Source: an optimization exercise on an open RTL-to-GDS flow (aim: small area, a short achievable clock period and few clock cycles). Production flows keep margins and buffers that such runs may drop. No run shown here included a check of the RTL's function; only the layout flow was run.

==> flow/design.v (outline; a module is shown in full before it is edited, if it fits) <==
// module lc_decoder: 1845 lines
module lc_decoder (
    input  wire         clk,
    input  wire         rst,         
    input  wire         in_valid,
    output wire         in_ready,
    input  wire [39:0]  in_beat,     
    input  wire [36:0]  in_dda,      
    output reg          out_valid,
    output reg  [2:0]   out_status,
    output reg  [3:0]   out_dev,
    output wire [511:0] out_data
);
  // ...
==> flow/run.sh <==
#!/bin/bash
# synth_recipe.tcl (not shown) runs the flow's synth.tcl, then flattens the netlist and writes it again
# the make line also repeats each setting of config.mk as NAME=value (left out here)
make -C /OpenROAD-flow-scripts/flow DESIGN_CONFIG=/design/flow/config.mk WORK_HOME=/design/flow/orfs CLKGATE_MAP_FILE= SYNTH_SCRIPT=/design/flow/synth_recipe.tcl finish
==> flow/config.mk <==
export PLATFORM = sky130hd
export DESIGN_NAME = lc_decoder
export DESIGN_NICKNAME = lc_decoder
export VERILOG_FILES = /design/flow/design.v
export SDC_FILE = /design/flow/constraint.sdc
export NUM_CORES = 8
export LEC_CHECK = 0
export CAP_MARGIN = 20
export CORE_MARGIN = 2
export CORE_UTILIZATION = 20
export PLACE_DENSITY = 0.35
export SLEW_MARGIN = 20
==> flow/constraint.sdc <==
create_clock -name core_clock -period 10.0 [get_ports {clk}]
set_input_delay 2.0000 -clock core_clock [delete_from_list [all_inputs] [get_ports {clk}]]
set_output_delay 2.0000 -clock core_clock [all_outputs]
set_load 0.01 [all_outputs]
==> impl_metrics.py, run 1 <==
metrics = {
    "detailed_routing": {
        "routed_wl_um": 397400,
        "top_layer": "met5",
        "dr.pass1.iters": 6,
        "ant_nets": 0,
        "vias_per_cell": 4.219,
        "drt_iter0_markers": 4770,
    },
    "layout": {
        "nFlopsAndLatches": 1297,
        "area_growth_pct": 21.53,
        "multi_input_area_share_pct": 44.85,
        "final_common_cell": "xnor2_1",
        "largestClassByArea": "multi-input combinational cells",
        "regMostFlops": "ln",
        "diodes": 64,
        "sh_seq_area_pct": 34.24,
    },
    "timing": {
        "hold_ws_ps": 400.8,
        "relSlewSlack_pct": 13.81,
        "max_freq_mhz": 179.8,
        "setup_viol": 0,
        "hold_violations": 0,
    },
    "cts": {
        "post_cts_buffers": 0,
        "cts_num_sinks": 1297,
        "hold_buffers": 0,
        "clkTransAtPathRegs_ps": 70,
    },
    "critical_path": {
        "slowest_stage": "ha_1",
        "worst-path-buf-inv": 1,
        "crit_cells": 11,
    },
    "placed_design": {
        "place_inst": 12775,
        "gp_congestion": 0.9440,
        "dpl.hpwl_um": 299300,
    },
    "synth": {
        "avgSynthCellArea_um2": 9.842,
        "synthSimpleGateAreaFrac_pct": 7.876,
        "ys_top_cells_by_area": "xnor2_1 (23%), edfxtp_1 (22%), dfxtp_1 (20%), xor2_1 (14%), nand2_1 (5.3%)",
        "yosysTopAreaCellShare_pct": 22.56,
        "syn_area_um2": 75690,
        "yosys_warnings": 1,
        "synth-compound-area-share_pct": 6.471,
        "synth_top_family_by_area": "XOR/XNOR gates",
    },
    "status": {
        "status": "complete, no violations",
    },
    "floorplan": {
        "coreArea_um2": 376100,
        "initial_core_util_pct": 20.13,
    },
    "hold_path": {
        "holdPathStages": 2,
    },
    "flow_run": {
        "cap_violations": 0,
    },
}
==> run 2, diff against run 1 <==
--- a/flow/config.mk
+++ b/flow/config.mk
@@ -9,4 +9,4 @@
 export CORE_MARGIN = 2
-export CORE_UTILIZATION = 20
-export PLACE_DENSITY = 0.35
+export CORE_UTILIZATION = 55
+export PLACE_DENSITY = 0.65
 export SLEW_MARGIN = 20
==> run 2 against run 1 <==
  * Still clean on timing, DRC and antenna
  * Die area down 63%
  * Register-to-register slack better by 120 ps
  * Cell count down 25%
  * Highest routed layer unchanged
  * Sequential share of layout area up 2.0 points
==> impl_metrics.py, run 2 <==
metrics = {
    "global_route": {
        "antenna_found_initial": 11,
        "grt_use_met1_pct": 57.20,
        "grt_pass1_wl_um": 421000,
        "grt_max_degree": 277,
        "grt_pass1_vias": 55189,
        "grt_usage_pct": 42.08,
        "use_met2_pct": 63.09,
        "grt-ovfl-total": 0,
        "grtUsageMet3_pct": 8.227,
        "grt_busiest_layer": "met2",
    },
    "synth": {
        "yosysMostFrequentCell": "xnor2_1",
        "yosysTopAreaCellShare_pct": 22.56,
        "syn-instance-count": 7691,
        "ys_top_cells_by_count": "xnor2_1 (1950), xor2_1 (1218), nand2_1 (1063), dfxtp_1 (753), edfxtp_1 (544)",
        "yosysSeqAreaShare_pct": 41.50,
        "syn_area_um2": 75690,
        "synthArstFlopShare_pct": 0,
        "synth_seq_cells": 1297,
        "ys_top_cells_by_area": "xnor2_1 (23%), edfxtp_1 (22%), dfxtp_1 (20%), xor2_1 (14%), nand2_1 (5.3%)",
        "synth_nets": 7795,
        "ys.flop_type": "dfxtp_1",
        "yosys_warnings": 1,
        "synth_edf_count": 544,
        "yosys.area.top_type": "xnor2_1",
        "synth_cell_types": 69,
        "avgSynthCellArea_um2": 9.842,
    },
    "timing": {
        "finalMaxSlewViolations": 0,
        "finClkSkew_ps": 68.52,
        "hold_ws_ps": 394.0,
        "timing.final.ws_setup_ps": 4558,
        "hold_violations": 0,
        "fin_setup_tns_ps": 0,
        "relSlewSlack_pct": 18.89,
        "max_freq_mhz": 183.7,
        "rsz0062_at_grt": "no",
        "setup_viol": 0,
        "worst_pin_slew_ps": 1208,
        "finalCritPeriodShare_pct": 54.42,
        "period_minus_slack_ps": 5442,
    },
    "cts": {
        "cts_num_sinks": 1297,
        "clock_latency_ps": 820,
        "h-tree-depth": 4,
        "ctsResizeCount": 0,
        "cts_tree": "yes",
        "clkTransAtPathRegs_ps": 60,
        "cts-root-buf": "clkbuf_16",
        "cts_buffers": 138,
        "cts_buffer_depth": 3,
        "hold_buffers": 0,
        "post_cts_buffers": 0,
    },
    "layout": {
        "nNetsFinal": 7988,
        "drive_gt1_share_pct": 5.586,
        "regMostFlops": "ln",
        "largest_registers": "ln (512), bk (352)",
        "final_common_cell": "xnor2_1",
        "final_cell_mix": "xnor2_1 (1944), xor2_1 (1213), nand2_1 (1057)",
        "area_growth_pct": 14.71,
        "final_cell_area_um2": 86830,
        "largest_reg_flops": 512,
        "utilization_pct": 63.39,
        "finalNonFillerCells": 9810,
    },
    "detailed_routing": {
        "routed_wl_um": 303400,
        "wire_per_inst_um": 30.92,
        "ant_nets": 0,
        "drc": 0,
        "dr.pass1.iters": 7,
        "drt_iter0_markers": 8349,
        "vias_per_cell": 5.912,
        "vias": 57997,
    },
    "flow_run": {
        "cap_violations": 0,
    },
    "floorplan": {
        "die_w_um": 375.0,
        "coreArea_um2": 137000,
        "io_pins": 601,
        "fp-row-count": 136,
        "die_h_um": 375.0,
        "initial_core_util_pct": 55.26,
        "dieArea_um2": 140600,
    },
    "hold_path": {
        "hp-start": "ln[115]",
        "whs_endpoint": "bk[115]",
        "min_path_type": "flop to flop",
        "holdPathStages": 2,
    },
    "critical_path": {
        "r2r_setup_slack_ps": 4560,
        "cp.required_ps": 10450,
        "rr_startpoint": "beat_r[34]",
        "startpoint_type": "flop",
        "slowest_stage": "xnor2_1",
        "worstSetupPathType": "flop to flop",
        "crit_fanout": 9,
        "reg2reg_depth": 8,
        "cp_cell_sequence": "xor2_1 > xnor2_1 > xor2_1 > xnor2_1 > xor2_1 > xnor2_1 > xnor2_1 > xnor2_1",
        "critPathArrivalTime_ps": 5900,
        "end_kind": "flop",
        "crit_top_cell": "xnor2_1",
        "cpPeakStageDelay_ps": 870,
        "r2r_end": "acc[84]",
    },
    "status": {
        "status": "complete, no violations",
    },
    "placed_design": {
        "port_buffers": 599,
        "place_area_um2": 81970,
        "dp_slack_ps": 4830,
        "dpl.hpwl_um": 222600,
        "gp_congestion": 1.053,
        "place_inst": 9538,
    },
}
==> run 2: how the worst max path moves through the flow <==
stage,from,to,slack [ps],depth (start not counted)
2_1_floorplan,v_r,dda_h[0],2920,6
3_3_place_gp,beat_r[34],acc[84],4760,8
3_5_place_dp,beat_r[34],acc[84],4830,8
4_1_cts,beat_r[34],acc[84],4800,8
5_1_grt,beat_r[34],u[84],4590,10
6_report,beat_r[34],acc[84],4560,8
==> run 2: logic make-up after synthesis <==
family          count (synthesis)  synth area share, %
flops                        1297                41.50
simple gates                 1497                7.876
buf+inv                       703                4.407
fa+ha+maj                      24               0.3967
xor+xnor                     3247                38.95
other cells                     1             0.004954
mux                            20               0.3984
compound gates                902                6.471
==> run 2: area by class of cell <==
| cell class | count | area (um^2) |
|---|---|---|
| Fill cell | 11146 | 50150 |
| Multi-Input combinational cell | 5691 | 41090 |
| Sequential cell | 1297 | 31480 |
| Timing Repair Buffer | 730 | 7057 |
| Clock buffer | 205 | 3989 |
| Tap cell | 1794 | 2245 |
| Clock inverter | 53 | 825.8 |
| Inverter | 26 | 102.6 |
| Antenna cell | 14 | 35.03 |
==> run 2: layer usage <==
layer	share of wire [%]	routed length [um]
met5	0.0030	9
met4	6.4	19500
met2	43	131100
met3	10	31280
met1	40	121400
==> run 2: worst max-delay path, delay by kind of cell, from the launching register on <==
kind                      cells  cell delay, ps
DFF                           1             840
xor gates and xnor gates      8            4280

-- what the ideal ports hide --
The flow's constraints put no driver on any port. The routed layouts listed below were extracted and timed again, unchanged, in two steps. Step 1 (the two cells are an assumption about what drives the block):
set clk [get_ports {clk}]
set_driving_cell -lib_cell sky130_fd_sc_hd__clkbuf_16 $clk
set_driving_cell -lib_cell sky130_fd_sc_hd__buf_2 [delete_from_list [all_inputs] $clk]
Step 2 also shifts input and output timing later by t, the mid clock arrival at the registers, as if the neighbouring blocks saw the same clock. Three values: no drivers, after step 1, after step 2; two values: the first two.
run | shift t [ns] | slack for setup (ns) | latest minus earliest clock arrival (ns)
run 1 | 0.919 | 4.440 / 4.440 / 4.440 | 0.063 / 0.063
run 2 | 0.869 | 4.558 / 4.558 / 4.558 | 0.071 / 0.072
After both steps setup and hold are still met in every run listed.
